What follows belongs to an exercise in optimizing a design on an open flow for small area, a short achievable clock period and few clock cycles per item; a production flow would make more cautious choices.
In this exercise RTL edits were held to simulation tests only and were not proved equivalent to the original.
No activity file was given, so power comes from the tool's default toggle rates.

[flow/config.mk]
export PLATFORM = sky130hd
export DESIGN_NAME = facet_tile
export DESIGN_NICKNAME = facet_tile
export VERILOG_FILES = /design/flow/design.v
export SDC_FILE = /design/flow/constraint.sdc
export NUM_CORES = 4
export LEC_CHECK = 0
export CAP_MARGIN = 20
export CORE_MARGIN = 2
export CORE_UTILIZATION = 40
export PLACE_DENSITY = 0.6
export SLEW_MARGIN = 20
[flow/constraint.sdc]
create_clock -name core_clock -period 10.0 [get_ports {clk}]
set_input_delay 2.0000 -clock core_clock [delete_from_list [all_inputs] [get_ports {clk}]]
set_output_delay 2.0000 -clock core_clock [all_outputs]
set_load 0.01 [all_outputs]
[flow/design.v]
module facet_tile (
    input  wire        clk,
    input  wire        rst,
    input  wire        start,
    input  wire [1:0]  cls,           
    input  wire [31:0] crc_in,        
    output wire        idle,
    input  wire        in_valid,
    input  wire [7:0]  in_data,
    output wire        in_ready,
    output reg         out_valid,
    output reg  [63:0] out_data,
    input  wire        out_ready,
    output reg         done,
    output wire [3:0]  done_cause,    
    output wire [7:0]  done_offset,   
    output wire [31:0] done_arg,      
    output wire [31:0] done_crc       
);
    localparam [3:0] P_HDR   = 4'd0,
                     P_U1    = 4'd1,
                     P_C1    = 4'd2,
                     P_E     = 4'd3,
                     P_B1    = 4'd4,
                     P_B2    = 4'd5,
                     P_BMAP  = 4'd6,
                     P_NLEN  = 4'd7,
                     P_NCOD  = 4'd8,
                     P_TRAIL = 4'd9;    
    reg         busy;
    reg         idle_r;       
    reg  [1:0]  cls_q;
    reg  [8:0]  idx;          
    reg  [3:0]  pst;          
    reg         fail;         
    reg  [3:0]  cause;
    reg  [7:0]  offset;
    reg  [31:0] arg;
    reg  [31:0] crc;
    reg  [10:0] p_last;       
    reg         rdy;
    reg         v0, v1;
    reg  [7:0]  h0, h1;
    reg         pend;
    reg  [9:0]  pend_l;
    reg  [7:0]  code_st;
    reg  [7:0]  len_st;       
    reg         bm;           
    reg         run_act;
    reg  [9:0]  run_l;        
    reg  [7:0]  run_code;     
    reg  [2:0]  q;            
    reg  [6:0]  bcnt;         
    reg         ofin;         
    assign idle        = idle_r;
    assign in_ready    = rdy;
    assign done_cause  = cause;
    assign done_offset = offset;
    assign done_arg    = arg;
    assign done_crc    = crc;
    function [31:0] crc64;
        input [31:0] c;
        input [63:0] d;
        reg [31:0] x;
        reg t0, t1, t2, t3, t4, t5, t6, t7, t8, t9, t10, t11, t12, t13, t14, t15, t16, t17, t18, t19, t20, t21, t22, t23, t24, t25, t26, t27, t28, t29, t30, t31, t32, t33, t34, t35, t36, t37, t38, t39, t40, t41, t42, t43, t44, t45, t46, t47, t48, t49, t50, t51, t52, t53, t54, t55, t56, t57, t58, t59, t60, t61, t62, t63, t64, t65, t66, t67, t68, t69, t70, t71, t72, t73, t74, t75, t76, t77, t78, t79, t80, t81, t82, t83, t84, t85, t86, t87, t88, t89, t90, t91, t92, t93, t94, t95, t96, t97, t98, t99, t100, t101, t102, t103, t104, t105, t106, t107, t108, t109, t110, t111, t112, t113, t114, t115, t116, t117, t118, t119, t120, t121, t122, t123, t124, t125, t126, t127, t128, t129, t130, t131, t132, t133, t134, t135, t136, t137, t138, t139, t140, t141, t142, t143, t144;
        begin
            x = c ^ d[31:0];
            t0 = x[14] ^ x[18];
            t1 = d[32] ^ d[55];
            t2 = d[38] ^ d[47];
            t3 = x[0] ^ x[11];
            t4 = d[34] ^ d[57];
            t5 = x[1] ^ x[12];
            t6 = d[33] ^ d[52];
            t7 = d[50] ^ x[31];
            t8 = x[15] ^ x[27];
            t9 = x[23] ^ x[29];
            t10 = d[51] ^ x[13];
            t11 = d[35] ^ x[30];
            t12 = d[36] ^ d[45];
            t13 = d[42] ^ d[58];
            t14 = d[53] ^ d[54];
            t15 = t2 ^ x[28];
            t16 = d[44] ^ x[25];
            t17 = d[61] ^ t0;
            t18 = d[43] ^ x[24];
            t19 = d[39] ^ d[48];
            t20 = d[37] ^ d[46];
            t21 = d[40] ^ d[49];
            t22 = t1 ^ x[26];
            t23 = d[41] ^ x[16];
            t24 = d[60] ^ x[2];
            t25 = d[63] ^ x[4];
            t26 = d[59] ^ x[22];
            t27 = d[62] ^ x[3];
            t28 = x[10] ^ x[21];
            t29 = t6 ^ x[17];
            t30 = d[56] ^ t14;
            t31 = t12 ^ x[20];
            t32 = t18 ^ x[8];
            t33 = t16 ^ x[9];
            t34 = t20 ^ t23;
            t35 = t19 ^ x[6];
            t36 = t5 ^ t11;
            t37 = t10 ^ x[5];
            t38 = t21 ^ x[7];
            t39 = t8 ^ t22;
            t40 = t4 ^ x[19];
            t41 = t3 ^ t9;
            t42 = t15 ^ t26;
            t43 = t13 ^ t27;
            t44 = d[41] ^ x[13];
            t45 = t25 ^ x[16];
            t46 = d[55] ^ t7;
            t47 = d[57] ^ d[59];
            t48 = t24 ^ x[21];
            t49 = t7 ^ t37;
            t50 = t13 ^ x[17];
            t51 = d[42] ^ t29;
            t52 = t28 ^ t34;
            t53 = t38 ^ x[15];
            t54 = d[53] ^ t41;
            t55 = d[60] ^ t36;
            t56 = d[58] ^ d[62];
            t57 = t31 ^ x[18];
            t58 = t11 ^ x[12];
            t59 = t19 ^ x[29];
            t60 = t44 ^ t47;
            t61 = d[46] ^ x[10];
            t62 = t17 ^ t40;
            t63 = d[34] ^ t0;
            t64 = d[61] ^ x[19];
            t65 = t30 ^ x[7];
            t66 = t10 ^ t18;
            t67 = x[26] ^ x[31];
            t68 = t9 ^ x[25];
            t69 = d[54] ^ t17;
            t70 = d[38] ^ t53;
            t71 = d[63] ^ t17;
            t72 = t39 ^ t45;
            t73 = d[39] ^ x[24];
            t74 = t61 ^ t68;
            t75 = t42 ^ t46;
            t76 = t33 ^ t40;
            t77 = t8 ^ t52;
            t78 = d[56] ^ t54;
            t79 = x[8] ^ x[14];
            t80 = t20 ^ x[9];
            t81 = d[33] ^ t15;
            t82 = t74 ^ x[11];
            t83 = t23 ^ x[6];
            t84 = t6 ^ t12;
            t85 = t56 ^ t57;
            t86 = t11 ^ t30;
            t87 = d[61] ^ t24;
            t88 = t28 ^ t32;
            t89 = d[62] ^ t35;
            t90 = t21 ^ x[30];
            t91 = t30 ^ t76;
            t92 = d[47] ^ t32;
            t93 = d[56] ^ t59;
            t94 = d[40] ^ t65;
            t95 = t25 ^ t44;
            t96 = t14 ^ t49;
            t97 = t35 ^ t63;
            t98 = d[36] ^ x[20];
            t99 = t2 ^ t41;
            t100 = t43 ^ t49;
            t101 = d[51] ^ t80;
            t102 = t3 ^ t27;
            t103 = d[37] ^ x[15];
            t104 = d[50] ^ x[28];
            t105 = d[45] ^ t83;
            t106 = t4 ^ x[0];
            t107 = t2 ^ x[22];
            t108 = d[43] ^ d[48];
            t109 = t28 ^ t50;
            t110 = d[43] ^ x[18];
            t111 = t67 ^ t99;
            t112 = d[58] ^ t39;
            t113 = d[36] ^ t42;
            t114 = d[49] ^ t29;
            t115 = t48 ^ x[0];
            t116 = t10 ^ t22;
            t117 = d[35] ^ x[17];
            t118 = t84 ^ x[10];
            t119 = d[38] ^ t26;
            t120 = x[4] ^ x[23];
            t121 = d[63] ^ t26;
            t122 = d[60] ^ t43;
            t123 = t48 ^ t107;
            t124 = t16 ^ x[1];
            t125 = t5 ^ x[30];
            t126 = t13 ^ x[11];
            t127 = t3 ^ x[5];
            t128 = d[55] ^ x[13];
            t129 = t33 ^ t73;
            t130 = d[35] ^ t101;
            t131 = d[49] ^ t51;
            t132 = t6 ^ t38;
            t133 = t15 ^ t56;
            t134 = d[52] ^ t5;
            t135 = t1 ^ t51;
            t136 = t1 ^ t90;
            t137 = t58 ^ t120;
            t138 = t35 ^ t50;
            t139 = d[44] ^ t4;
            t140 = t34 ^ t79;
            t141 = t21 ^ t55;
            t142 = t104 ^ t139;
            t143 = t22 ^ t92;
            t144 = x[1] ^ x[3];
            crc64[0] = ((t40 ^ (t110 ^ t128)) ^ t113) ^ (((t24 ^ (d[58] ^ x[27])) ^ t52) ^ (t93 ^ (t127 ^ t29)));
            crc64[1] = (t141 ^ t78) ^ ((((d[37] ^ d[44]) ^ (x[20] ^ x[3])) ^ t138) ^ (t42 ^ t62));
            crc64[2] = (t70 ^ t85) ^ (((t9 ^ (d[54] ^ x[4])) ^ t115) ^ ((t36 ^ t60) ^ ((t18 ^ t19) ^ (t64 ^ t7))));
            crc64[3] = ((t124 ^ t48) ^ t100) ^ (((t64 ^ t73) ^ t136) ^ (t140 ^ (t98 ^ t121)));
            crc64[4] = (t72 ^ t82) ^ (((x[9] ^ (d[40] ^ x[28])) ^ t62) ^ ((t31 ^ t35) ^ t100));
            crc64[5] = ((t58 ^ (t0 ^ t24)) ^ t70) ^ (((t25 ^ t98) ^ t116) ^ (t89 ^ ((x[22] ^ x[24]) ^ t106)));
            crc64[6] = (t75 ^ t82) ^ (((t24 ^ t4) ^ t53) ^ (t71 ^ ((x[8] ^ t108) ^ (t117 ^ t144))));
            crc64[7] = ((t80 ^ (d[61] ^ t27)) ^ (t114 ^ t137)) ^ ((t142 ^ t39) ^ (t88 ^ (t119 ^ t37)));
            crc64[8] = (t78 ^ (t118 ^ t129)) ^ ((t133 ^ t49) ^ (((x[22] ^ x[27]) ^ t45) ^ (t63 ^ (x[6] ^ (d[35] ^ d[60])))));
            crc64[9] = (t94 ^ ((x[25] ^ (d[33] ^ x[23])) ^ t105)) ^ ((t123 ^ t71) ^ ((t36 ^ t66) ^ t112));
            crc64[10] = (t88 ^ ((x[5] ^ x[7]) ^ (t103 ^ t16))) ^ (t111 ^ (t122 ^ t69));
            crc64[11] = ((t125 ^ t32) ^ (t33 ^ (d[45] ^ t3))) ^ (t72 ^ (t89 ^ (t64 ^ t119)));
            crc64[12] = (t111 ^ t85) ^ (((t108 ^ (d[37] ^ d[41])) ^ t76) ^ (((d[55] ^ x[21]) ^ t121) ^ (t134 ^ t38)));
            crc64[13] = (t131 ^ t143) ^ ((t142 ^ t54) ^ (t57 ^ (t36 ^ (x[5] ^ (d[63] ^ x[16])))));
            crc64[14] = (((d[57] ^ x[10]) ^ t127) ^ t75) ^ (((t14 ^ (d[51] ^ d[52])) ^ t105) ^ (t129 ^ t55));
            crc64[15] = (t82 ^ t94) ^ (((x[31] ^ t12) ^ t116) ^ (t138 ^ (t134 ^ t87)));
            crc64[16] = ((t30 ^ t60) ^ ((x[30] ^ t20) ^ (t27 ^ (x[11] ^ x[12])))) ^ (t143 ^ (t132 ^ ((x[27] ^ x[2]) ^ t17)));
            crc64[17] = (((d[48] ^ x[12]) ^ t46) ^ (t95 ^ (t79 ^ t8))) ^ (t91 ^ (t122 ^ t81));
            crc64[18] = (t130 ^ t131) ^ ((t123 ^ t69) ^ (((x[19] ^ x[26]) ^ t31) ^ ((t25 ^ t3) ^ (t8 ^ (d[32] ^ d[41])))));
            crc64[19] = ((t5 ^ (d[50] ^ x[15])) ^ ((x[17] ^ x[20]) ^ t43)) ^ ((t60 ^ t87) ^ t78);
            crc64[20] = (t69 ^ (t47 ^ t125)) ^ ((t43 ^ t45) ^ (t66 ^ t115));
            crc64[21] = ((t124 ^ t17) ^ t77) ^ (((t25 ^ t4) ^ t81) ^ (t93 ^ ((d[36] ^ x[31]) ^ t102)));
            crc64[22] = (((d[56] ^ d[59]) ^ t84) ^ (t95 ^ (d[62] ^ t110))) ^ (t141 ^ ((t28 ^ (d[42] ^ d[46])) ^ t39));
            crc64[23] = (t109 ^ t71) ^ (((d[52] ^ d[53]) ^ t46) ^ (t59 ^ (d[59] ^ (d[38] ^ d[44]))));
            crc64[24] = ((t37 ^ (x[2] ^ t12)) ^ t77) ^ (((t14 ^ (d[48] ^ x[29])) ^ t133) ^ (t136 ^ (t106 ^ t29)));
            crc64[25] = ((t126 ^ t34) ^ t75) ^ (((t144 ^ (d[63] ^ x[29])) ^ t114) ^ (t86 ^ t97));
            crc64[26] = ((t126 ^ (x[28] ^ (d[32] ^ x[22]))) ^ t77) ^ (t96 ^ (t132 ^ t137));
            crc64[27] = (t113 ^ t135) ^ (t96 ^ ((t32 ^ t41) ^ (t83 ^ (x[14] ^ (d[34] ^ x[12])))));
            crc64[28] = ((t33 ^ t66) ^ t135) ^ (((t103 ^ t9) ^ t55) ^ (t65 ^ t97));
            crc64[29] = ((t32 ^ (t128 ^ t16)) ^ t70) ^ (((t67 ^ (x[16] ^ x[2])) ^ t118) ^ (t62 ^ t86));
            crc64[30] = ((t31 ^ (d[39] ^ t117)) ^ t112) ^ (t91 ^ (t140 ^ (t7 ^ t102)));
            crc64[31] = (t130 ^ t72) ^ ((t109 ^ t57) ^ (t81 ^ ((d[56] ^ t47) ^ (t5 ^ (d[40] ^ d[54])))));
        end
    endfunction
    wire [7:0] b = h0;
    wire [8:0] slen_m1 = (9'd256 >> cls_q) - 9'd1;
    wire wr_ok = !out_valid || out_ready;
    wire xfer  = out_valid && out_ready;
    wire       rn_can  = busy && !ofin && !bm && (run_act || pend);
    wire       rn_go   = rn_can && wr_ok;
    wire [9:0] f_l     = run_act ? run_l : pend_l;
    wire       f_on    = f_l[9:3] != bcnt;                    
    wire       f_beat  = f_on || (f_l[2:0] == 3'd7);          
    wire       pend_use = rn_go && !run_act;
    reg  [7:0] ln_plan, ln_sel;
    wire       bt_plan = bm ? (busy && pend) : (rn_can && f_beat);
    integer    k;
    always @(*)
        for (k = 0; k < 8; k = k + 1) begin
            ln_plan[k] = bm ? (busy && pend)
                            : (rn_can && k >= q && (f_on || k <= f_l[2:0]));
            ln_sel[k]  = bm ? pend_l[k] : !run_act;
        end
    wire ip_plain = busy && v0 && (pst != P_NLEN) && (pst != P_BMAP) &&
                    (pst != P_NCOD || !pend);
    wire nlen_go  = busy && v0 && (pst == P_NLEN) && (!pend || idx != slen_m1);
    wire ip_bm    = busy && v0 && (pst == P_BMAP) && !run_act;
    wire ip_acc   = ip_plain || nlen_go || ip_bm;
    wire bm_go    = busy && bm && pend && wr_ok;
    wire [10:0] n_last = p_last + {3'd0, len_st} + 11'd1;
    wire last_byte = (idx == slen_m1 + 9'd1) || (ip_acc && idx == slen_m1);
    wire og_fin    = ofin && wr_ok;
    wire push = in_valid && rdy;
    integer j;
    always @(posedge clk) begin
        if (ip_acc) begin
            h0 <= v1 ? h1 : in_data;
            v0 <= v1 || push;
            h1 <= in_data;
            v1 <= v1 && push;
            rdy <= 1'b1;
        end else begin
            if (!v0) h0 <= in_data;
            else if (!v1) h1 <= in_data;
            v0 <= v0 || push;
            v1 <= v1 || (v0 && push);
            rdy <= !(v1 || (v0 && push));
        end
        begin
            done <= 1'b0;
            if (xfer) begin
                out_valid <= 1'b0;
                crc <= crc64(crc, out_data);
            end
            for (j = 0; j < 8; j = j + 1)
                if (wr_ok && ln_plan[j])
                    out_data[8*j +: 8] <= ln_sel[j] ? code_st : run_code;
            if (wr_ok && bt_plan) begin
                out_valid <= 1'b1;
                bcnt <= bcnt + 7'd1;
                if (bcnt == 7'd127) ofin <= 1'b1;
            end
            if (rn_go) begin
                q <= f_beat ? 3'd0 : f_l[2:0] + 3'd1;
                if (pend_use) begin
                    pend     <= 1'b0;
                    run_code <= code_st;
                    run_l    <= pend_l;
                end
                run_act <= f_on;
            end
            if (bm_go) begin
                if (run_act) begin
                    pend_l[7:0] <= run_l[7:0];
                    run_act <= 1'b0;
                end else if (ip_bm)
                    pend_l[7:0] <= b;
                else
                    pend <= 1'b0;
            end else if (ip_bm) begin
                if (pend) begin
                    run_l[7:0] <= b;
                    run_act <= 1'b1;
                end else begin
                    pend_l[7:0] <= b;
                    pend <= 1'b1;
                end
            end
            if (ip_acc)
                idx <= idx + 9'd1;
            if (ip_bm && idx == 9'd130)
                pst <= P_TRAIL;
            if (nlen_go) begin
                if (idx == slen_m1) begin
                    fail <= 1'b1; cause <= 4'd6; offset <= idx[7:0];
                    pend <= 1'b1; pend_l <= 10'd1023; code_st <= 8'd0;
                    pst <= P_TRAIL;
                end else begin
                    len_st <= b;
                    pst <= P_NCOD;
                end
            end
            if (ip_plain) begin
                case (pst)
                    P_HDR: begin
                        if (b[4:0] != 5'd0) begin
                            fail <= 1'b1; cause <= 4'd4;
                            pend <= 1'b1; pend_l <= 10'd1023; code_st <= 8'd0;
                            pst <= P_TRAIL;
                        end else case (b[7:5])
                            3'd0: pst <= P_U1;
                            3'd1: begin cause <= 4'd14; pst <= P_C1; end
                            3'd7: begin cause <= 4'd15; pst <= P_E;
                                        pend <= 1'b1; pend_l <= 10'd1023; code_st <= 8'd0; end
                            3'd2: if (cls_q != 2'd0) begin
                                      fail <= 1'b1; cause <= 4'd7;
                                      pend <= 1'b1; pend_l <= 10'd1023; code_st <= 8'd0;
                                      pst <= P_TRAIL;
                                  end else begin
                                      bm  <= 1'b1;
                                      pst <= P_B1;
                                  end
                            3'd3: pst <= P_NLEN;
                            default: begin
                                fail <= 1'b1; cause <= 4'd3;
                                pend <= 1'b1; pend_l <= 10'd1023; code_st <= 8'd0;
                                pst <= P_TRAIL;
                            end
                        endcase
                    end
                    P_U1: begin
                        pend <= 1'b1; pend_l <= 10'd1023; code_st <= b;
                        pst <= P_TRAIL;
                    end
                    P_C1: begin
                        arg[7:0] <= b;
                        pend <= 1'b1; pend_l <= 10'd1023; code_st <= 8'd0;
                        pst <= P_TRAIL;
                    end
                    P_E: begin
                        case (idx[2:0])
                            3'd1:    arg[7:0]   <= b;
                            3'd2:    arg[15:8]  <= b;
                            3'd3:    arg[23:16] <= b;
                            default: arg[31:24] <= b;
                        endcase
                        if (idx[2:0] == 3'd4) pst <= P_TRAIL;
                    end
                    P_B1: begin run_code <= b; pst <= P_B2; end
                    P_B2: begin code_st  <= b; pst <= P_BMAP; end
                    P_NCOD: begin
                        if (n_last[10]) begin
                            fail <= 1'b1; cause <= 4'd6; offset <= idx[7:0] - 8'd1;
                            pend <= 1'b1; pend_l <= 10'd1023; code_st <= 8'd0;
                            pst <= P_TRAIL;
                        end else begin
                            pend <= 1'b1; pend_l <= n_last[9:0]; code_st <= b;
                            p_last <= n_last;
                            pst <= (n_last[9:0] == 10'd1023) ? P_TRAIL : P_NLEN;
                        end
                    end
                    default: if (!fail && b != 8'd0) begin    
                        fail <= 1'b1; cause <= 4'd4; offset <= idx[7:0]; arg <= 32'd0;
                    end
                endcase
            end
            if (busy && last_byte && og_fin) begin
                done   <= 1'b1;
                busy   <= 1'b0;
                idle_r <= 1'b1;
            end
            if (!busy) begin
                busy     <= start;
                idle_r   <= !start;
                cls_q    <= cls;
                crc      <= crc_in;
                idx      <= 9'd0;
                pst      <= P_HDR;
                fail     <= 1'b0;
                cause    <= 4'd0;
                offset   <= 8'd0;
                arg      <= 32'd0;
                p_last   <= 11'h7FF;
                pend     <= 1'b0;
                run_act  <= 1'b0;
                bm       <= 1'b0;
                q        <= 3'd0;
                bcnt     <= 7'd0;
                ofin     <= 1'b0;
            end
        end
        if (rst) begin
            busy      <= 1'b0;
            idle_r    <= 1'b1;
            out_valid <= 1'b0;
            done      <= 1'b0;
            v0        <= 1'b0;
            v1        <= 1'b0;
            rdy       <= 1'b1;
        end
    end
endmodule
[flow/run.sh]
#!/bin/bash
# synth_recipe.tcl (not shown) runs the flow's synth.tcl, then flattens the netlist and writes it again
# the make line also repeats each setting of config.mk as NAME=value (left out here)
make -C /OpenROAD-flow-scripts/flow DESIGN_CONFIG=/design/flow/config.mk WORK_HOME=/design/flow/orfs CLKGATE_MAP_FILE= SYNTH_SCRIPT=/design/flow/synth_recipe.tcl finish
==> results of run 1 <==
==> synthesized netlist by cell type, types with 11 or more instances <==
| master | instances | share of area, % |
|---|---|---|
| nand3_1 | 24 | 0.73 |
| xor2_1 | 89 | 4.7 |
| nor2_1 | 126 | 2.9 |
| a21oi_1 | 91 | 2.8 |
| edfxtp_1 | 124 | 23 |
| buf_2 | 13 | 0.39 |
| nand2b_1 | 20 | 0.76 |
| o22ai_1 | 11 | 0.42 |
| inv_1 | 15 | 0.34 |
| mux2_2 | 96 | 6.5 |
| xor2_2 | 20 | 2.0 |
| o21ai_0 | 49 | 1.5 |
| and3_1 | 12 | 0.45 |
| ha_1 | 19 | 1.4 |
| a211oi_1 | 13 | 0.59 |
| a22o_1 | 15 | 0.80 |
| nor3_1 | 17 | 0.52 |
| mux2i_1 | 58 | 3.5 |
| xnor2_2 | 42 | 4.1 |
| nand2_1 | 82 | 1.9 |
| dfxtp_1 | 124 | 15 |
| clkbuf_1 | 62 | 1.4 |
| xnor2_1 | 316 | 17 |
| and2_1 | 13 | 0.49 |
==> registers in the layout (all words and copies together), names as in the netlist, 2 cells and up <==
signal	flops
arg	32
run_code	8
cause	4
run_l	10
cls_q	2
idx	9
len_st	8
pend_l	10
h0	8
bcnt	7
q	3
pst	4
offset	8
crc	32
h1	8
out_data	64
p_last	11
code_st	8
==> area by class of cell <==
cell class	instances	share of cell area [%]
Inverter	15	0.281
Timing Repair Buffer	209	10.2
Tap cell	532	3.32
Clock inverter	23	1.72
Sequential cell	248	31.0
Multi-Input combinational cell	1248	49.6
Clock buffer	33	3.90
==> routing by layer <==
metal	track usage, %	up-vias	part of all wire [%]
met4	8.45	0	3.7
li1	-	5861	-
met1	33.5	6164	43
met3	3.85	110	6.1
met5	0	-	0
met2	42.0	477	47
==> power by group through the flow <==
stage	Combinational (mW)	Clock [mW]	Sequential, mW
final	5.74	1.22	1.51
after global routing	6.11	1.28	1.52
after CTS	5.75	1.24	1.50
after floorplan	4.32	0	1.46
after global placement	5.71	0	1.52
after detailed placement	5.72	0	1.52
==> worst min-delay path by stage <==
stage	from	endpoint	slack, ns	cells after the start
floorplan	h0[1]$_DFFE_PP_	len_st[1]$_DFFE_PP_	0.42	0
global placement	p_last[10]$_SDFFE_PN1P_	p_last[10]$_SDFFE_PN1P_	0.45	2
detailed placement	p_last[10]$_SDFFE_PN1P_	p_last[10]$_SDFFE_PN1P_	0.46	2
CTS	p_last[10]$_SDFFE_PN1P_	p_last[10]$_SDFFE_PN1P_	0.47	2
global route	p_last[10]$_SDFFE_PN1P_	p_last[10]$_SDFFE_PN1P_	0.50	2
finish	offset[0]$_SDFF_PN0_	offset[0]$_SDFF_PN0_	0.47	2
==> worst min-delay path: cells and delay by family (launching register included) <==
family / cells / cell delay [ns]
simple gates: 1 / 0.05
flops: 1 / 0.31
compound gates: 1 / 0.06
==> per-stage QoR <==
stage                     setup WS (ns)  utilization [%]  cells  hold WS (ns)  cell area (sq um)
after floorplan                    6.56                -   1591         0.424              16500
after global placement             5.70             46.3   2252         0.445              18900
after detailed placement           5.85             46.3   2252         0.459              18900
after CTS                          6.00             49.1   2308         0.468              20000
after global routing               5.83             49.1   2308         0.502              20000
final                              6.02             49.1   2308         0.466              20000
==> cells by family (layout without fill, tap and decap cells) <==
family	count (synthesis)	in the layout	synth area share [%]
compound gates	256	256	9.75
xor+xnor	475	475	28.9
fa+ha+maj	20	20	1.56
buf+inv	95	280	2.29
flops	248	248	37.6
mux	155	155	10.2
simple gates	342	342	9.78
==> results_dict.tcl, run 1 <==
set metrics [dict create \
    ff2ff_setup_slack_ns 6.02 \
    fp-row-count 74 \
    grt_pass1_wl_um 82800 \
    avgSynthCellArea_sq_um 10.4 \
    firstDrtPassIters 5 \
    cts_tree "done" \
    synth_flop_cell "edfxtp_1" \
    worst-path-stages 1 \
    synth_edf_count 124 \
    num_antenna_cells 0 \
    fmaxAchievable_mhz 251 \
    p_seq_share_pct 17.8 \
    drtAntennaViolNets 0 \
    cts_sinks 248 \
    p_sw_mw 3.65 \
    multi_input_area_sq_um 9930 \
    cpPeakStageDelay_ns 0.72 \
    syn_inst 1591 \
    period_share_pct 39.8 \
    pwr-share-comb_pct 67.8 \
    grt_max_degree 60 \
    synthArstFlopShare_pct 0 \
    layout_common_cells "316 x xnor2_1, 190 x clkdlybuf4s50_1, 126 x nor2_1" \
    wl_um 55100 \
    gp_congestion 1.00 \
    critPathTopFamily "flip-flops" \
    cts.repair.resized 0 \
    crit_path_start "out_data[61]$_DFFE_PP_" \
    swShare_pct 43.2 \
    min_period_ns 3.98 \
    yosys_warnings 1 \
    grt_pass1_vias 12509 \
    io_buffers 190 \
    dieArea_sq_um 42900 \
    skew_ns 0.0141 \
    grt_use_total_pct 25.2 \
    drive_above_1_share_pct 14.1 \
    maxSlewHeadroom_pct 34.0 \
    worstSetupPathType "reg -> out" \
    synth-seq-cells 248 \
    seqCellArea_sq_um 6210 \
    syn-num-nets 1658 \
    nNetsFinal 1819 \
    initial_core_util_pct 40.4 \
    rsz0062_at_grt "no" \
    yosysSeqAreaShare_pct 37.6 \
    crit_required_ns 8.00 \
    drv_cap 0 \
    die_h_um 207 \
    clock_power_share_pct 14.4 \
    endpoint "out_data[61]" \
    crit_chain "clkdlybuf4s50_1" \
    endpoint_kind "output pin" \
    total_power_mw 8.46 \
    timing.rr.end "out_data[21]$_DFFE_PP_" \
    tightest_slew_ns 0.984 \
    htreeDepth 1 \
    grt-ovfl-total 0 \
    worstPathMaxFanout 5 \
    crit_arrival_ns 1.98 \
    cts_buffers 30 \
    critPathLaunchType "flip-flop" \
    avgRoutedWirePerCell_um 23.9 \
    power_density_nw_per_um2 422 \
    setup_tns_ns 0 \
    leakagePower_nw 6.96 \
    cp_slowest_cell "edfxtp_1" \
    drc 0 \
    die_x_um 207 \
    core_sq_um 40800 \
    hold_class "reg -> reg" \
    clk_path_buf_depth 3 \
    peakVddDrop_uv 321 \
    drt_iter0_markers 972 \
    setup_viol 0 \
    p_int_mw 4.81 \
    clk_latency_ns 0.59 \
    num_io_pins 191 \
    synth_cell_types 77 \
    clk_pin_slew_ns 0.06 \
    status "finished clean" \
    hold_buffers 0 \
    fillers 3797 \
    worstPathBufferInverterCount 1 \
    antenna_found_initial 0 \
    area_growth_pct 21.3 \
    cts-root-buf "clkbuf_16" \
    hold_viol_final 0 \
    cts_setup_buffers 0 \
    dpl.hpwl_um 42900 \
    regToRegStartpoint "run_act$_SDFF_PN0_" \
    via_per_inst 5.46 \
    rr_worst_depth 7 \
    num_vias 12612 \
    final_common_cell "xnor2_1" \
    slew_violations 0 \
    netlist_area_sq_um 16500 \
]
Testbench counts, summed over its fixed seeds: cycles 528,443, tiles 1,920.
==> run 2: changes to the inputs <==
--- a/flow/config.mk
+++ b/flow/config.mk
@@ -8,5 +8,5 @@
 export CAP_MARGIN = 20
 export CORE_MARGIN = 2
-export CORE_UTILIZATION = 40
-export PLACE_DENSITY = 0.6
-export SLEW_MARGIN = 20
+export CORE_UTILIZATION = 30
+export PLACE_DENSITY = 0.5
+export SLEW_MARGIN = 50
==> run 2 against run 1 <==
  * Worst setup slack lost 0.0063 ns
  * Area after synthesis is the same
  * Register-to-register slack gained 0.41 ns
  * Power grew 1.6%
  * Synthesized cell count is the same
  * Cell area grew 1.8%
  * Combinational power grew 2%
  * Clock power is essentially flat
  * Hold slack lost 0.0049 ns
  * Largest cell class unchanged
  * Largest power group unchanged
==> results_dict.tcl, run 2 <==
set metrics [dict create \
    status "finished clean" \
    initial_core_util_pct 30.5 \
    layout_common_cells "312 x xnor2_1, 190 x clkdlybuf4s50_1, 124 x nor2_1, 124 x edfxtp_1, 119 x dfxtp_1" \
    total_power_mw 8.59 \
    syn_inst 1591 \
    synth_top_family_by_area "XOR/XNOR gates" \
    synth_most_common_cell "xnor2_1" \
    wl_um 59600 \
    cpPeakStageDelay_ns 0.75 \
    cts_setup_buffers 0 \
    synthXorXnorAreaFrac_pct 28.9 \
    drt_iter0_markers 679 \
    maxSlewHeadroom_pct 51.0 \
    min_period_ns 3.99 \
    yosys.area_share.simple_pct 9.78 \
    grt_pass1_wl_um 87400 \
    placed_cell_area_sq_um 19200 \
    syn-num-nets 1658 \
    crit_required_ns 8.00 \
    top_register "out_data" \
    fp-row-count 85 \
    cts_tree "done" \
    hold_path_depth 2 \
    worstSetupPathType "reg -> out" \
    antenna_found_initial 0 \
    drv_cap 0 \
    synth_compound_area_share_pct 9.75 \
    yosysTopAreaCellShare_pct 22.6 \
    tightest_slew_ns 0.734 \
    nNetsFinal 1822 \
    grt_pass1_vias 12701 \
    grt_use_total_pct 20.8 \
    hold_class "reg -> reg" \
    num_vias 12369 \
    skew_ns 0.0452 \
    largest_registers "out_data: 64 flops, arg: 32 flops, crc: 32 flops" \
    crit_path_start "out_data[58]$_DFFE_PP_" \
    power_density_nw_per_um2 421 \
    gp_congestion 0.947 \
    die_h_um 239 \
    clk_pin_slew_ns 0.06 \
    io_buffers 190 \
    regToRegStartpoint "pst[2]$_SDFF_PN0_" \
    holdPathEnd "offset[0]$_SDFF_PN0_" \
    crit_arrival_ns 1.99 \
    fmaxAchievable_mhz 251 \
    synth_edf_count 124 \
    cp_slowest_cell "edfxtp_1" \
    hp-start "offset[0]$_SDFF_PN0_" \
    htreeDepth 1 \
    final_cell_area_sq_um 20400 \
    leakagePower_nw 7.00 \
    synth_area_leaders "edfxtp_1 23%, xnor2_1 17%, dfxtp_1 15%" \
    avgSynthCellArea_sq_um 10.4 \
    cts_buffers 30 \
    setup_viol 0 \
    setup_tns_ns 0 \
    hold_buffers 0 \
    synthArstFlopShare_pct 0 \
    cts.repair.resized 0 \
    grt_max_degree 43 \
    dpl.hpwl_um 46700 \
    clk_latency_ns 0.61 \
    whs_ns 0.461 \
    synth-seq-cells 248 \
    timing.rr.end "code_st[1]$_DFF_P_" \
    num_antenna_cells 0 \
    worstPathBufferInverterCount 1 \
    cts_sinks 248 \
    cts-root-buf "clkbuf_16" \
    yosys.area_share.adder_pct 1.56 \
    die_x_um 239 \
    ff2ff_setup_slack_ns 6.43 \
    fin_util_pct 37.7 \
    top_layer_used "met4" \
    wl_met3_um 2380 \
    largest_reg_flops 64 \
    endpoint_kind "output pin" \
    clk_path_buf_depth 3 \
    yosysTopAreaCell "edfxtp_1" \
    rsz0062_at_grt "no" \
    crit_chain "clkdlybuf4s50_1" \
    area_growth_pct 23.5 \
    period_share_pct 39.9 \
    core_sq_um 54100 \
    yosysSeqAreaShare_pct 37.6 \
    rr_worst_depth 8 \
    drive_above_1_share_pct 16.0 \
    firstDrtPassIters 7 \
    synth_common_cells "316 x xnor2_1, 126 x nor2_1, 124 x dfxtp_1, 124 x edfxtp_1, 96 x mux2_2" \
    worstPathMaxFanout 5 \
    netlist_area_sq_um 16500 \
    synth_cell_types 77 \
    synth_flop_cell "edfxtp_1" \
    hold_viol_final 0 \
    final_common_cell "xnor2_1" \
    critPathLaunchType "flip-flop" \
    via_per_inst 5.00 \
    wl_met1_um 25400 \
    drc 0 \
    slew_violations 0 \
    dieArea_sq_um 56900 \
    synth_mux_area_share_pct 10.2 \
    grt-ovfl-total 0 \
    peakVddDrop_uv 224 \
    num_io_pins 191 \
    yosys_warnings 1 \
    dr_wl_met2_um 29700 \
    avgRoutedWirePerCell_um 24.1 \
    drtAntennaViolNets 0 \
    critPathTopFamily "flip-flops" \
]
run 2: cell counts after synthesis:
No cell type changed its count.
run 2: worst max path at each step:
stage | endpoint | slack (ns) | depth (start not counted)
2_1_floorplan | bcnt[6]$_SDFFE_PN0P_ | 6.56 | 5
3_3_place_gp | out_data[0]$_DFFE_PP_ | 5.91 | 4
3_5_place_dp | out_data[29]$_DFFE_PP_ | 5.81 | 4
4_1_cts | out_data[58] | 5.93 | 1
5_1_grt | out_data[58] | 5.95 | 1
6_report | out_data[58] | 6.01 | 1
run 2: cell type report:
type | count | area, sq um
Fill cell | 5355 | 33700
Timing Repair Buffer | 212 | 2070
Clock buffer | 42 | 867
Tap cell | 696 | 871
Inverter | 15 | 56.3
Sequential cell | 248 | 6210
Multi-Input combinational cell | 1248 | 10100
Clock inverter | 14 | 236
run 2: where the power goes:
group	leakage (nW)	switching (mW)	total [mW]	internal, mW
combinational	4.28	3.10	5.87	2.77
sequential	2.19	0.206	1.51	1.30
clock	0.532	0.480	1.22	0.737
total	7.00	3.79	8.59	4.81
run 2: kinds of logic (layout without fill, tap and decap cells):
kind of cell	after synthesis	count (layout)
AOI/OAI and AO/OA	256	256
muxes	155	155
DFF	248	248
buffers and inverters	95	283
and+or+nand+nor	342	342
adders and majority gates	20	20
xor gates and xnor gates	475	475
run 2: per-layer routing:
metal	global-route usage [%]	vias to the layer above
li1	-	5851
met1	26.0	6071
met2	36.9	361
met3	2.54	86
met4	6.89	0
met5	0	-
run 2: stage by stage:
stage / setup slack (ns) / instances
5_1_grt: 5.95 / 2475
4_1_cts: 5.93 / 2475
2_1_floorplan: 6.56 / 1591
3_5_place_dp: 5.81 / 2419
3_3_place_gp: 5.91 / 2418
6_report: 6.01 / 2475
==> run 3: changes to the inputs <==
--- a/flow/config.mk
+++ b/flow/config.mk
@@ -9,4 +9,5 @@
 export CORE_MARGIN = 2
 export CORE_UTILIZATION = 30
+export CTS_BUF_LIST = sky130_fd_sc_hd__clkbuf_8
 export PLACE_DENSITY = 0.5
-export SLEW_MARGIN = 50
+export SLEW_MARGIN = 20
==> run 3 against run 2 <==
  * Still clean on timing, DRC and antenna
  * Count of clock-buffer cells in the layout increased by 13
  * Clock power decreased by 11%
  * Combinational power about the same
  * Core utilization decreased by 0.46 points
  * Via count increased by 1.5%
  * Non-clock buffer count decreased by 1
  * Synthesized cell count unchanged
  * Worst setup slack got worse by 0.041 ns
  * Largest power group unchanged
==> results_dict.tcl, run 3 <==
set metrics [dict create \
    status "finished clean" \
    die_x_um 239 \
    top_register "out_data" \
    cts-root-buf "clkbuf_8" \
    yosys.area_share.adder_pct 1.56 \
    dieArea_sq_um 56900 \
    clk_pin_slew_ns 0.06 \
    core_sq_um 54100 \
    cp_slowest_cell "edfxtp_1" \
    initial_core_util_pct 30.5 \
    avgSynthCellArea_sq_um 10.4 \
    synthXorXnorAreaFrac_pct 28.9 \
    met3_usage_pct 3.39 \
    period_share_pct 40.3 \
    tightest_slew_ns 1.02 \
    fmaxAchievable_mhz 248 \
    fp-row-count 85 \
    skew_ns 0.0473 \
    synth_common_cells "316 x xnor2_1, 126 x nor2_1, 124 x dfxtp_1, 124 x edfxtp_1, 96 x mux2_2" \
    clk_latency_ns 0.65 \
    grt_pass1_vias 13009 \
    hold_path_depth 2 \
    synthArstFlopShare_pct 0 \
    wl_um 60000 \
    avgRoutedWirePerCell_um 23.9 \
    clk_path_buf_depth 3 \
    setup_viol 0 \
    yosysSeqAreaShare_pct 37.6 \
    dpl.hpwl_um 46700 \
    seqCellArea_sq_um 6210 \
    multi_input_area_sq_um 9930 \
    yosys.area_share.simple_pct 9.78 \
    synth_compound_area_share_pct 9.75 \
    synth_area_leaders "edfxtp_1 23%, xnor2_1 17%, dfxtp_1 15%" \
    io_buffers 190 \
    regToRegStartpoint "run_act$_SDFF_PN0_" \
    rsz0062_at_grt "no" \
    synth_edf_count 124 \
    ff2ff_setup_slack_ns 6.19 \
    antenna_found_initial 0 \
    drc 0 \
    crit_required_ns 8.00 \
    min_period_ns 4.03 \
    rr_worst_depth 7 \
    synth_mux_area_share_pct 10.2 \
    gp_congestion 0.947 \
    worstPathBufferInverterCount 1 \
    area_growth_pct 22.0 \
    cts.repair.resized 0 \
    leakagePower_nw 7.01 \
    layout_common_cells "316 x xnor2_1, 190 x clkdlybuf4s50_1, 126 x nor2_1" \
    grtUsageMet2_pct 36.8 \
    synth_cell_types 77 \
    crit_arrival_ns 2.03 \
    critPathLaunchType "flip-flop" \
    crit_chain "clkdlybuf4s50_1" \
    drtAntennaViolNets 0 \
    yosys_warnings 1 \
    drt_iter0_markers 826 \
    grt-ovfl-total 0 \
    worstSetupPathType "reg -> out" \
    syn-num-nets 1658 \
    syn_inst 1591 \
    setup_tns_ns 0 \
    drive_above_1_share_pct 15.3 \
    cts_buffers 50 \
    hp-start "offset[0]$_SDFF_PN0_" \
    drv_cap 0 \
    grt_busiest_layer "met2" \
    cts_tree "done" \
    cts_sinks 248 \
    yosysTopAreaCell "edfxtp_1" \
    num_io_pins 191 \
    final_common_cell "xnor2_1" \
    setup_slack_ns 5.97 \
    peakVddDrop_uv 215 \
    maxSlewHeadroom_pct 31.9 \
    cts_setup_buffers 0 \
    met1_usage_pct 25.7 \
    htreeDepth 2 \
    num_antenna_cells 0 \
    critPathTopFamily "flip-flops" \
    power_density_nw_per_um2 418 \
    hold_buffers 0 \
    holdPathEnd "offset[0]$_SDFF_PN0_" \
    fillers 5432 \
    largest_reg_flops 64 \
    num_vias 12559 \
    cpPeakStageDelay_ns 0.75 \
    grt_max_degree 43 \
    synth-seq-cells 248 \
    firstDrtPassIters 5 \
    synth_top_family_by_area "XOR/XNOR gates" \
    die_h_um 239 \
    yosysTopAreaCellShare_pct 22.6 \
    largest_registers "out_data: 64 flops, arg: 32 flops, crc: 32 flops" \
    via_per_inst 5.00 \
    timing.rr.end "out_data[20]$_DFFE_PP_" \
    hold_viol_final 0 \
    pre_cts_slack_ns 5.83 \
    grt_pass1_wl_um 88500 \
    worstPathMaxFanout 5 \
    hold_class "reg -> reg" \
    endpoint_kind "output pin" \
    synth_most_common_cell "xnor2_1" \
    netlist_area_sq_um 16500 \
    nNetsFinal 1841 \
    synth_flop_cell "edfxtp_1" \
    grt_use_total_pct 21.1 \
    slew_violations 0 \
]
run 3: logic make-up after synthesis:
family                     after synthesis
adders and majority gates               20
muxes                                  155
AOI/OAI and AO/OA                      256
and+or+nand+nor                        342
xor gates and xnor gates               475
DFF                                    248
buffers and inverters                   95
run 3: metal layers:
metal	part of all wire [%]	vias to the layer above
met2	49	416
met3	5.0	118
li1	-	5910
met5	0	-
met1	42	6115
met4	4.2	0
run 3: metrics by stage:
step / std cells / hold WS [ns] / utilization (%) / cell area [sq um] / power, mW
after floorplan: 1591 / 0.424 / - / 16500 / 5.78
after global placement: 2418 / 0.448 / 35.3 / 19100 / 7.42
after detailed placement: 2418 / 0.455 / 35.3 / 19100 / 7.40
after CTS: 2512 / 0.465 / 37.2 / 20100 / 8.51
after global routing: 2512 / 0.481 / 37.2 / 20100 / 8.88
final: 2512 / 0.463 / 37.2 / 20100 / 8.43
run 3: worst min-delay path: cells and delay by family (launching register included):
family / cells / cell delay (ns)
flops: 1 / 0.31
compound gates: 1 / 0.06
simple gates: 1 / 0.05
run 3: report_power, final:
group / switching, mW / internal, mW / leakage, nW
clock network: 0.509 / 0.568 / 0.577
logic: 3.09 / 2.76 / 4.24
registers: 0.201 / 1.30 / 2.19
total: 3.80 / 4.63 / 7.01
run 3: worst max-delay path by stage:
stage	from	to	slack, ns	cells after the start
after floorplan	out_ready	bcnt[6]$_SDFFE_PN0P_	6.56	5
after global placement	out_ready	out_data[0]$_DFFE_PP_	5.91	4
after detailed placement	out_ready	out_data[29]$_DFFE_PP_	5.83	4
after CTS	out_data[58]$_DFFE_PP_	out_data[58]	5.89	1
after global routing	out_data[58]$_DFFE_PP_	out_data[58]	5.92	1
final	out_data[58]$_DFFE_PP_	out_data[58]	5.97	1
run 3: area by class of cell:
class / count / share of cell area (%)
clock buffer: 55 / 3.76
clock inverter: 39 / 1.29
inverter: 15 / 0.280
multi-input combinational: 1248 / 49.3
sequential: 248 / 30.8
tap: 696 / 4.32
timing repair buffer: 211 / 10.2
==> run 4: changes to the inputs <==
--- a/flow/config.mk
+++ b/flow/config.mk
@@ -9,5 +9,4 @@
 export CORE_MARGIN = 2
 export CORE_UTILIZATION = 30
-export CTS_BUF_LIST = sky130_fd_sc_hd__clkbuf_8
 export PLACE_DENSITY = 0.5
 export SLEW_MARGIN = 20
==> run 4 against run 3 <==
  * Sequential power barely moved
  * Sequential share of layout area fell by 0.065 points
  * Clock skew rose by 0.0011 ns
  * Clock power rose by 9%
  * Maximum frequency fell by 0.13%
  * Critical endpoint unchanged
  * Routed wire length fell by 0.89%
  * Largest power group unchanged
  * Still clean on timing, DRC and antenna
  * Die area did not move
  * Hold slack improved by 0.00099 ns
  * Synthesized cell count did not move
  * Non-clock buffer count did not move
==> results_dict.tcl, run 4 <==
set metrics [dict create \
    wl_um 59400 \
    synth_top_family_by_area "XOR/XNOR gates" \
    hold_path_depth 2 \
    num_antenna_cells 0 \
    crit_arrival_ns 2.03 \
    nNetsFinal 1821 \
    grt_use_total_pct 20.8 \
    yosys.area_share.simple_pct 9.78 \
    die_h_um 239 \
    dpl.hpwl_um 46700 \
    holdPathEnd "offset[0]$_SDFF_PN0_" \
    cts_sinks 248 \
    cts_tree "done" \
    yosysTopAreaCellShare_pct 22.6 \
    met1_usage_pct 25.7 \
    grt_pass1_wl_um 87700 \
    synth_most_common_cell "xnor2_1" \
    pre_cts_slack_ns 5.83 \
    synth-seq-cells 248 \
    seqCellArea_sq_um 6210 \
    syn-num-nets 1658 \
    crit_required_ns 8.00 \
    rsz0062_at_grt "no" \
    synth_flop_cell "edfxtp_1" \
    synth_compound_area_share_pct 9.75 \
    setup_viol 0 \
    multi_input_area_sq_um 9930 \
    cp_slowest_cell "edfxtp_1" \
    maxSlewHeadroom_pct 31.6 \
    leakagePower_nw 6.94 \
    synth_mux_area_share_pct 10.2 \
    period_share_pct 40.3 \
    endpoint_kind "output pin" \
    peakVddDrop_uv 216 \
    rr_worst_depth 7 \
    synthArstFlopShare_pct 0 \
    clk_path_buf_depth 3 \
    num_vias 12390 \
    die_x_um 239 \
    cts_setup_buffers 0 \
    initial_core_util_pct 30.5 \
    firstDrtPassIters 5 \
    top_register "out_data" \
    worstPathMaxFanout 5 \
    cpPeakStageDelay_ns 0.76 \
    antenna_found_initial 0 \
    placed_cell_area_sq_um 19100 \
    fp-row-count 85 \
    largest_reg_flops 64 \
    grt_busiest_layer "met2" \
    core_sq_um 54100 \
    num_io_pins 191 \
    clk_pin_slew_ns 0.06 \
    via_per_inst 5.01 \
    synth_area_leaders "edfxtp_1 23%, xnor2_1 17%, dfxtp_1 15%" \
    tightest_slew_ns 1.02 \
    hp-start "offset[0]$_SDFF_PN0_" \
    worstSetupPathType "reg -> out" \
    fin_util_pct 37.3 \
    avgRoutedWirePerCell_um 24.0 \
    dieArea_sq_um 56900 \
    syn_inst 1591 \
    netlist_area_sq_um 16500 \
    drive_above_1_share_pct 14.0 \
    hold_viol_final 0 \
    hold_class "reg -> reg" \
    skew_ns 0.0485 \
    slew_violations 0 \
    ff2ff_setup_slack_ns 6.22 \
    status "finished clean" \
    final_cell_area_sq_um 20200 \
    synthXorXnorAreaFrac_pct 28.9 \
    power_density_nw_per_um2 422 \
    grt_pass1_vias 12771 \
    yosysSeqAreaShare_pct 37.6 \
    fin_cells 2473 \
    worstPathBufferInverterCount 1 \
    layout_common_cells "316 x xnor2_1, 190 x clkdlybuf4s50_1, 126 x nor2_1" \
    dp_cells 2418 \
    cts.repair.resized 0 \
    io_buffers 190 \
    cts_buffers 30 \
    yosys_warnings 1 \
    synth_cell_types 77 \
    timing.rr.end "out_data[18]$_DFFE_PP_" \
    yosys.area_share.adder_pct 1.56 \
    drt_iter0_markers 894 \
    hold_buffers 0 \
    met3_usage_pct 3.07 \
    min_period_ns 4.03 \
    largest_registers "out_data: 64 flops, arg: 32 flops, crc: 32 flops" \
    yosysTopAreaCell "edfxtp_1" \
    synth_common_cells "316 x xnor2_1, 126 x nor2_1, 124 x dfxtp_1, 124 x edfxtp_1, 96 x mux2_2" \
    gp_congestion 0.947 \
    avgSynthCellArea_sq_um 10.4 \
    drtAntennaViolNets 0 \
    critPathLaunchType "flip-flop" \
    setup_slack_ns 5.97 \
    final_common_cell "xnor2_1" \
    clk_latency_ns 0.62 \
    regToRegStartpoint "run_act$_SDFF_PN0_" \
    crit_chain "clkdlybuf4s50_1" \
    htreeDepth 1 \
    synth_edf_count 124 \
    fillers 5393 \
    fmaxAchievable_mhz 248 \
    grt_max_degree 43 \
    drc 0 \
    drv_cap 0 \
    cts-root-buf "clkbuf_16" \
    grtUsageMet2_pct 36.7 \
    total_power_mw 8.52 \
    area_growth_pct 22.3 \
    grt-ovfl-total 0 \
    setup_tns_ns 0 \
    critPathTopFamily "flip-flops" \
    whs_ns 0.464 \
]
run 4: worst max path at each step:
stage / start / end / slack, ns / cells after the start
floorplan: out_ready / bcnt[6]$_SDFFE_PN0P_ / 6.56 / 5
global placement: out_ready / out_data[0]$_DFFE_PP_ / 5.91 / 4
detailed placement: out_ready / out_data[29]$_DFFE_PP_ / 5.83 / 4
CTS: out_data[58]$_DFFE_PP_ / out_data[58] / 5.92 / 1
global route: out_data[58]$_DFFE_PP_ / out_data[58] / 5.95 / 1
finish: out_data[58]$_DFFE_PP_ / out_data[58] / 5.97 / 1
run 4: final cells by class:
type                       instances  area share (%)
inverter                          15           0.279
sequential                       248            30.8
clock buffer                      32            3.76
clock inverter                    23            1.49
timing repair buffer             211            10.2
multi-input combinational       1248            49.2
tap                              696            4.31
run 4: kinds of logic after synthesis:
| family | after synthesis |
|---|---|
| XOR/XNOR | 475 |
| flip-flops | 248 |
| adder cells (fa/ha/maj) | 20 |
| AO/OA/AOI/OAI | 256 |
| AND/OR/NAND/NOR | 342 |
| multiplexers | 155 |
| buffers and inverters | 95 |
run 4: where the power goes:
part	total [mW]	leakage, nW	internal (mW)	switching [mW]
clock network	1.18	0.511	0.705	0.479
registers	1.50	2.19	1.30	0.201
logic	5.84	4.24	2.76	3.08
total	8.52	6.94	4.76	3.76
run 4: layer usage:
| layer | part of all wire [%] | up-vias | wire length (um) |
|---|---|---|---|
| li1 | - | 5865 | - |
| met1 | 42 | 6032 | 24800 |
| met2 | 49 | 392 | 29400 |
| met3 | 4.8 | 101 | 2820 |
| met4 | 4.0 | 0 | 2390 |
| met5 | 0 | - | 0 |
==> run 5: changes to the inputs <==
--- a/flow/config.mk
+++ b/flow/config.mk
@@ -9,4 +9,6 @@
 export CORE_MARGIN = 2
 export CORE_UTILIZATION = 30
+export CTS_CLUSTER_DIAMETER = 70
+export CTS_CLUSTER_SIZE = 30
 export PLACE_DENSITY = 0.5
 export SLEW_MARGIN = 20
==> run 5 against run 4 <==
  * Sequential share of layout area grew 0.16 points
  * Area after synthesis is the same
  * Maximum frequency grew 0.12%
  * Non-clock buffer count is the same
  * Critical path depth is the same
==> results_dict.tcl, run 5 <==
set metrics [dict create \
    gp_congestion 0.947 \
    drt_iter0_markers 828 \
    syn_inst 1591 \
    drtAntennaViolNets 0 \
    drive_above_1_share_pct 13.8 \
    rsz0062_at_grt "no" \
    holdPathEnd "offset[0]$_SDFF_PN0_" \
    synth_edf_count 124 \
    clk_path_buf_depth 3 \
    num_vias 12381 \
    num_antenna_cells 0 \
    dp_cells 2418 \
    skew_ns 0.0324 \
    power_density_nw_per_um2 420 \
    crit_chain "clkdlybuf4s50_1" \
    setup_tns_ns 0 \
    p_sw_mw 3.81 \
    cts_setup_buffers 0 \
    antenna_found_initial 0 \
    via_per_inst 5.03 \
    endpoint_kind "output pin" \
    cp_slowest_cell "edfxtp_1" \
    leakagePower_nw 6.89 \
    period_share_pct 40.3 \
    synth-seq-cells 248 \
    synth_cell_types 77 \
    pwr-share-comb_pct 69.4 \
    synth_flop_cell "edfxtp_1" \
    synth_most_common_cell "xnor2_1" \
    p_int_mw 4.62 \
    synthXorXnorAreaFrac_pct 28.9 \
    clk_latency_ns 0.59 \
    dpl.hpwl_um 46700 \
    grt_max_degree 43 \
    cts-root-buf "clkbuf_16" \
    top_register "out_data" \
    regToRegStartpoint "run_act$_SDFF_PN0_" \
    tightest_slew_ns 1.04 \
    fmaxAchievable_mhz 248 \
    crit_required_ns 8.00 \
    p_seq_share_pct 17.8 \
    yosysTopAreaCellShare_pct 22.6 \
    clock_power_share_pct 12.9 \
    layout_common_cells "316 x xnor2_1, 190 x clkdlybuf4s50_1, 126 x nor2_1" \
    status "finished clean" \
    hold_viol_final 0 \
    cts_tree "done" \
    die_x_um 239 \
    htreeDepth 1 \
    ff2ff_setup_slack_ns 6.24 \
    final_common_cell "xnor2_1" \
    critPathLaunchType "flip-flop" \
    worstPathMaxFanout 5 \
    worstSetupPathType "reg -> out" \
    netlist_area_sq_um 16500 \
    yosys_warnings 1 \
    core_sq_um 54100 \
    synth_area_leaders "edfxtp_1 23%, xnor2_1 17%, dfxtp_1 15%" \
    dieArea_sq_um 56900 \
    fin_cells 2462 \
    area_growth_pct 21.6 \
    drc 0 \
    worstPathBufferInverterCount 1 \
    yosysTopAreaCell "edfxtp_1" \
    rr_worst_depth 7 \
    slew_violations 0 \
    firstDrtPassIters 5 \
    setup_viol 0 \
    maxSlewHeadroom_pct 30.8 \
    swShare_pct 45.2 \
    yosysSeqAreaShare_pct 37.6 \
    die_h_um 239 \
    cts.repair.resized 0 \
    synth_common_cells "316 x xnor2_1, 126 x nor2_1, 124 x dfxtp_1, 124 x edfxtp_1, 96 x mux2_2" \
    crit_arrival_ns 2.03 \
    syn-num-nets 1658 \
    hold_class "reg -> reg" \
    grt_use_total_pct 20.7 \
    whs_ns 0.470 \
    initial_core_util_pct 30.5 \
    min_period_ns 4.03 \
    cts_sinks 248 \
    largest_registers "out_data: 64 flops, arg: 32 flops, crc: 32 flops" \
    num_io_pins 191 \
    grt_pass1_wl_um 87400 \
    peakVddDrop_uv 220 \
    avgRoutedWirePerCell_um 24.0 \
    hp-start "offset[0]$_SDFF_PN0_" \
    cts_buffers 24 \
    timing.rr.end "out_data[20]$_DFFE_PP_" \
    nNetsFinal 1815 \
    drv_cap 0 \
    critPathTopFamily "flip-flops" \
    hold_buffers 0 \
    synthArstFlopShare_pct 0 \
    wl_um 59200 \
    grt_pass1_vias 12740 \
    grt-ovfl-total 0 \
    clk_pin_slew_ns 0.09 \
    yosys.area_share.adder_pct 1.56 \
    cpPeakStageDelay_ns 0.77 \
    avgSynthCellArea_sq_um 10.4 \
    synth_top_family_by_area "XOR/XNOR gates" \
    io_buffers 190 \
    synth_compound_area_share_pct 9.75 \
    hold_path_depth 2 \
    fp-row-count 85 \
    synth_mux_area_share_pct 10.2 \
    largest_reg_flops 64 \
    yosys.area_share.simple_pct 9.78 \
]
-- run 5: layout make-up --
cell class / instances / area (sq um)
fillers: 5394 / 34100
multi-input cells: 1248 / 9930
repair buffers: 211 / 2060
inverters: 15 / 56.3
clock inverters: 20 / 355
flip-flops and latches: 248 / 6210
clock buffers: 24 / 601
well taps: 696 / 871
-- run 5: metal layers --
layer / up-vias / global-route usage, % / part of all wire [%]
met2: 379 / 36.8 / 50
li1: 5841 / - / -
met5: - / 0 / 0
met3: 90 / 3.20 / 4.9
met1: 6071 / 25.5 / 42
met4: 0 / 6.72 / 3.6
-- run 5: worst min-delay path: stages, from the launching register on --
cell	delay [ns]
dfxtp_1	0.32
nand2_1	0.05
o21ai_0	0.06
-- run 5: cell families after synthesis --
kind of cell,after synthesis
adder cells (fa/ha/maj),20
AO/OA/AOI/OAI,256
AND/OR/NAND/NOR,342
buffers and inverters,95
flip-flops,248
multiplexers,155
XOR/XNOR,475
-- run 5: stage by stage --
step	total power [mW]	area (sq um)	utilization, %	worst slack (ns)
after global placement	7.42	19100	35.3	5.91
after detailed placement	7.40	19100	35.3	5.83
final	8.43	20100	37.1	5.97
after global routing	8.87	20100	37.1	5.95
after CTS	8.51	20100	37.1	5.92
after floorplan	5.78	16500	-	6.56
-- run 5: power groups by stage --
stage	clock network [mW]	registers [mW]	logic (mW)
after CTS	1.11	1.50	5.91
after global placement	0	1.52	5.90
after detailed placement	0	1.52	5.88
after global routing	1.15	1.52	6.21
final	1.08	1.50	5.85
after floorplan	0	1.46	4.32
-- run 5: how the worst max path moves through the flow --
stage	cells after the start	startpoint	to
floorplan	5	out_ready	bcnt[6]$_SDFFE_PN0P_
global placement	4	out_ready	out_data[0]$_DFFE_PP_
detailed placement	4	out_ready	out_data[29]$_DFFE_PP_
CTS	1	out_data[58]$_DFFE_PP_	out_data[58]
global route	1	out_data[58]$_DFFE_PP_	out_data[58]
finish	1	out_data[58]$_DFFE_PP_	out_data[58]
==> run 6: changes to the inputs <==
--- a/flow/config.mk
+++ b/flow/config.mk
@@ -9,5 +9,5 @@
 export CORE_MARGIN = 2
 export CORE_UTILIZATION = 30
-export CTS_CLUSTER_DIAMETER = 70
+export CTS_CLUSTER_DIAMETER = 100
 export CTS_CLUSTER_SIZE = 30
 export PLACE_DENSITY = 0.5
==> run 6 against run 5 <==
  * Largest power group unchanged
  * First-iteration DRC count rose by 3.0%
  * Final cell count fell by 0.65%
  * Sequential share of layout area rose by 0.56 points
  * Critical path depth did not move
  * Global-route usage fell by 0.10 points
  * Highest routed layer unchanged
==> results_dict.tcl, run 6 <==
set metrics [dict create \
    synth_flop_cell "edfxtp_1" \
    hold_buffers 0 \
    yosysTopAreaCell "edfxtp_1" \
    grt_pass1_wl_um 86900 \
    fp-row-count 85 \
    synth_most_common_cell "xnor2_1" \
    avgRoutedWirePerCell_um 24.1 \
    drtAntennaViolNets 0 \
    hold_class "reg -> reg" \
    top_layer_used "met4" \
    total_power_mw 8.15 \
    firstDrtPassIters 7 \
    layout_common_cells "316 x xnor2_1, 190 x clkdlybuf4s50_1, 126 x nor2_1" \
    core_sq_um 54100 \
    synth-seq-cells 248 \
    cts_tree "done" \
    crit_required_ns 8.00 \
    cts_sinks 248 \
    synth_edf_count 124 \
    pre_cts_slack_ns 5.83 \
    syn_inst 1591 \
    clk_latency_ns 0.56 \
    nNetsFinal 1807 \
    worstSetupPathType "reg -> out" \
    peakVddDrop_uv 216 \
    critPathTopFamily "flip-flops" \
    synth_cell_types 77 \
    min_period_ns 3.99 \
    final_common_cell "xnor2_1" \
    synth_area_leaders "edfxtp_1 23%, xnor2_1 17%, dfxtp_1 15%" \
    area_growth_pct 19.5 \
    cts.repair.resized 0 \
    clk_path_buf_depth 3 \
    avgSynthCellArea_sq_um 10.4 \
    synth_common_cells "316 x xnor2_1, 126 x nor2_1, 124 x dfxtp_1, 124 x edfxtp_1, 96 x mux2_2" \
    crit_chain "clkdlybuf4s50_1" \
    die_h_um 239 \
    die_x_um 239 \
    rsz0062_at_grt "no" \
    slew_violations 0 \
    yosysSeqAreaShare_pct 37.6 \
    antenna_found_initial 0 \
    grt-ovfl-total 0 \
    placed_cell_area_sq_um 19100 \
    dieArea_sq_um 56900 \
    worstPathBufferInverterCount 1 \
    initial_core_util_pct 30.5 \
    worstPathMaxFanout 5 \
    status "finished clean" \
    yosysTopAreaCellShare_pct 22.6 \
    leakagePower_nw 6.72 \
    synthArstFlopShare_pct 0 \
    fmaxAchievable_mhz 251 \
    largest_reg_flops 64 \
    clk_pin_slew_ns 0.11 \
    grt_pass1_vias 12616 \
    yosys_warnings 1 \
    htreeDepth 1 \
    num_antenna_cells 0 \
    dpl.hpwl_um 46700 \
    cts_buffers 16 \
    period_share_pct 39.9 \
    num_io_pins 191 \
    io_buffers 190 \
    cp_slowest_cell "edfxtp_1" \
    syn-num-nets 1658 \
    cpPeakStageDelay_ns 0.77 \
    endpoint_kind "output pin" \
    critPathLaunchType "flip-flop" \
    power_density_nw_per_um2 413 \
    dr_wl_met2_um 29300 \
    drt_iter0_markers 853 \
    wl_um 59000 \
    wl_met1_um 24800 \
    cts-root-buf "clkbuf_16" \
    via_per_inst 5.04 \
    grt_max_degree 43 \
    netlist_area_sq_um 16500 \
    wl_met3_um 2710 \
    final_cell_area_sq_um 19700 \
    skew_ns 0.0434 \
    gp_congestion 0.947 \
    maxSlewHeadroom_pct 30.1 \
    grt_use_total_pct 20.6 \
    num_vias 12321 \
    setup_slack_ns 6.01 \
    drive_above_1_share_pct 13.0 \
    whs_ns 0.471 \
    drv_cap 0 \
    cts_setup_buffers 0 \
    top_register "out_data" \
    drc 0 \
    crit_arrival_ns 1.99 \
    setup_tns_ns 0 \
    hold_viol_final 0 \
    largest_registers "out_data: 64 flops, arg: 32 flops, crc: 32 flops" \
    setup_viol 0 \
    tightest_slew_ns 1.05 \
]
[run 6: cell count changes in the layout (fill, tap and decap cells not counted)]
cell	delta
clkbuf_16	-8
bufinv_16	-2
clkinvlp_4	-1
inv_12	+1
inv_16	-1
clkinv_8	-5
inv_6	+2
clkinv_4	-1
inv_8	-1
[run 6: layout make-up]
type	instances	area (sq um)
clock inverter	12	200
tap	696	871
clock buffer	16	400
fill	5415	34400
sequential	248	6210
inverter	15	56.3
multi-input combinational	1248	9930
timing repair buffer	211	2060
[run 6: where the power goes]
group,internal (mW),leakage [nW],switching [mW],total [mW]
Sequential,1.30,2.19,0.199,1.50
Combinational,2.76,4.24,3.10,5.85
Clock,0.358,0.289,0.442,0.800
[run 6: final timing paths]
kind	from	endpoint	slack, ns	depth (start not counted)
worst min register to register	offset[0]$_SDFF_PN0_	offset[0]$_SDFF_PN0_	0.47	2
worst max register to register	run_act$_SDFF_PN0_	out_data[20]$_DFFE_PP_	6.19	7
worst max-delay path	out_data[58]$_DFFE_PP_	out_data[58]	6.01	1
worst min-delay path	offset[0]$_SDFF_PN0_	offset[0]$_SDFF_PN0_	0.47	2
[run 6: kinds of logic (layout without fill, tap and decap cells)]
kind of cell / count (synthesis) / in the layout / share of synthesized area, %
flops: 248 / 248 / 37.6
compound gates: 256 / 256 / 9.75
xor+xnor: 475 / 475 / 28.9
fa+ha+maj: 20 / 20 / 1.56
buf+inv: 95 / 254 / 2.29
simple gates: 342 / 342 / 9.78
mux: 155 / 155 / 10.2
[run 6: worst reg2reg max path, cell delays in order, from the launching register on]
cell and delay [ns]:
dfxtp_1 0.99, mux2i_1 0.47, xor2_1 0.18, nand3_1 0.13, nor3_1 0.40, nand2_1 0.21
o311ai_0 0.66, a21oi_1 0.41
[run 6: per-layer routing]
| layer | up-vias | global-route usage (%) |
|---|---|---|
| met2 | 358 | 36.6 |
| li1 | 5819 | - |
| met5 | - | 0 |
| met1 | 6056 | 25.5 |
| met3 | 88 | 2.89 |
| met4 | 0 | 6.82 |
[run 6: per-stage QoR]
step / utilization [%] / instances
after floorplan: - / 1591
after global placement: 35.3 / 2418
after detailed placement: 35.3 / 2418
after CTS: 36.4 / 2446
after global routing: 36.4 / 2446
final: 36.4 / 2446
==> run 7: changes to the inputs <==
--- a/flow/config.mk
+++ b/flow/config.mk
@@ -11,4 +11,5 @@
 export CTS_CLUSTER_DIAMETER = 100
 export CTS_CLUSTER_SIZE = 30
+export GPL_TIMING_DRIVEN = 1
 export PLACE_DENSITY = 0.5
 export SLEW_MARGIN = 20
==> run 7 against run 6 <==
  * Power is the same
  * Maximum frequency unchanged
  * Critical path depth is the same
  * Sequential cell count is the same
  * Global-route usage is the same
  * Non-clock buffer count is the same
  * Hold slack unchanged
  * Core utilization is the same
  * Critical path type unchanged
  * Critical endpoint unchanged
  * Largest cell class unchanged
  * Largest power group unchanged
==> results_dict.tcl, run 7 <==
set metrics [dict create \
    grt_pass1_wl_um 86900 \
    clk_latency_ns 0.56 \
    fmaxAchievable_mhz 251 \
    final_common_cell "xnor2_1" \
    num_vias 12321 \
    num_antenna_cells 0 \
    yosysSeqAreaShare_pct 37.6 \
    setup_viol 0 \
    timing.rr.end "out_data[20]$_DFFE_PP_" \
    p_int_mw 4.41 \
    clk_pin_slew_ns 0.11 \
    avgRoutedWirePerCell_um 24.1 \
    slew_violations 0 \
    drtAntennaViolNets 0 \
    grt_use_total_pct 20.6 \
    peakVddDrop_uv 216 \
    yosysTopAreaCell "edfxtp_1" \
    cts_setup_buffers 0 \
    crit_required_ns 8.00 \
    grt_pass1_vias 12616 \
    rsz0062_at_grt "no" \
    area_growth_pct 19.5 \
    grt_max_degree 43 \
    drive_above_1_share_pct 13.0 \
    endpoint "out_data[58]" \
    hold_buffers 0 \
    synth_area_leaders "edfxtp_1 23%, xnor2_1 17%, dfxtp_1 15%" \
    hold_class "reg -> reg" \
    leakagePower_nw 6.72 \
    yosysTopAreaCellShare_pct 22.6 \
    min_period_ns 3.99 \
    synth_most_common_cell "xnor2_1" \
    drt_iter0_markers 853 \
    multi_input_area_sq_um 9930 \
    seqCellArea_sq_um 6210 \
    maxSlewHeadroom_pct 30.1 \
    crit_arrival_ns 1.99 \
    setup_tns_ns 0 \
    syn-num-nets 1658 \
    htreeDepth 1 \
    die_x_um 239 \
    io_buffers 190 \
    cts-root-buf "clkbuf_16" \
    drv_cap 0 \
    avgSynthCellArea_sq_um 10.4 \
    initial_core_util_pct 30.5 \
    clk_path_buf_depth 3 \
    period_share_pct 39.9 \
    status "finished clean" \
    gp_congestion 0.947 \
    cp_slowest_cell "edfxtp_1" \
    synth_flop_cell "edfxtp_1" \
    rr_worst_depth 7 \
    grt-ovfl-total 0 \
    worst-path-stages 1 \
    fp-row-count 85 \
    endpoint_kind "output pin" \
    fillers 5415 \
    netlist_area_sq_um 16500 \
    crit_chain "clkdlybuf4s50_1" \
    nNetsFinal 1807 \
    yosys_warnings 1 \
    cts_buffers 16 \
    skew_ns 0.0434 \
    dpl.hpwl_um 46700 \
    synth_common_cells "316 x xnor2_1, 126 x nor2_1, 124 x dfxtp_1, 124 x edfxtp_1, 96 x mux2_2" \
    critPathLaunchType "flip-flop" \
    largest_registers "out_data: 64 flops, arg: 32 flops, crc: 32 flops" \
    power_density_nw_per_um2 413 \
    synth_cell_types 77 \
    synth-seq-cells 248 \
]
## run 7: final cells by class
type / count / share of cell area [%]
clock inverter: 12 / 1.01
sequential: 248 / 31.5
inverter: 15 / 0.285
clock buffer: 16 / 2.03
tap: 696 / 4.41
multi-input combinational: 1248 / 50.3
timing repair buffer: 211 / 10.4
## run 7: per-stage QoR
step	power [mW]	setup WS (ns)	std cells	area [sq um]	hold slack [ns]
global placement	7.42	5.91	2418	19100	0.448
detailed placement	7.40	5.83	2418	19100	0.455
global route	8.58	5.97	2446	19700	0.490
floorplan	5.78	6.56	1591	16500	0.424
CTS	8.23	5.96	2446	19700	0.471
finish	8.15	6.01	2446	19700	0.471
## run 7: metal layers
metal / vias to the layer above / GRT usage (%) / wire (um)
met3: 88 / 2.89 / 2710
li1: 5819 / - / -
met5: - / 0 / 0
met1: 6056 / 25.5 / 24800
met2: 358 / 36.6 / 29300
met4: 0 / 6.82 / 2200
## run 7: how the worst min path moves through the flow
stage                     slack [ns]                       to  cells past startpoint               startpoint
after detailed placement        0.45  p_last[10]$_SDFFE_PN1P_                      2  p_last[10]$_SDFFE_PN1P_
after global placement          0.45  p_last[10]$_SDFFE_PN1P_                      2  p_last[10]$_SDFFE_PN1P_
final                           0.47     offset[0]$_SDFF_PN0_                      2     offset[0]$_SDFF_PN0_
after floorplan                 0.42      len_st[1]$_DFFE_PP_                      0          h0[1]$_DFFE_PP_
after global routing            0.49     offset[0]$_SDFF_PN0_                      2     offset[0]$_SDFF_PN0_
after CTS                       0.47  p_last[10]$_SDFFE_PN1P_                      2  p_last[10]$_SDFFE_PN1P_
## run 7: power groups by stage
stage,combinational [mW],sequential [mW],clock [mW]
2_1_floorplan,4.32,1.46,0
3_3_place_gp,5.90,1.52,0
3_5_place_dp,5.88,1.52,0
4_1_cts,5.91,1.50,0.828
5_1_grt,6.21,1.52,0.856
6_report,5.85,1.50,0.800
## run 7: kinds of logic (layout without fill, tap and decap cells)
family	Yosys count	count (layout)	synth area share (%)
adders and majority gates	20	20	1.56
and+or+nand+nor	342	342	9.78
muxes	155	155	10.2
DFF	248	248	37.6
xor gates and xnor gates	475	475	28.9
AOI/OAI and AO/OA	256	256	9.75
buffers and inverters	95	254	2.29
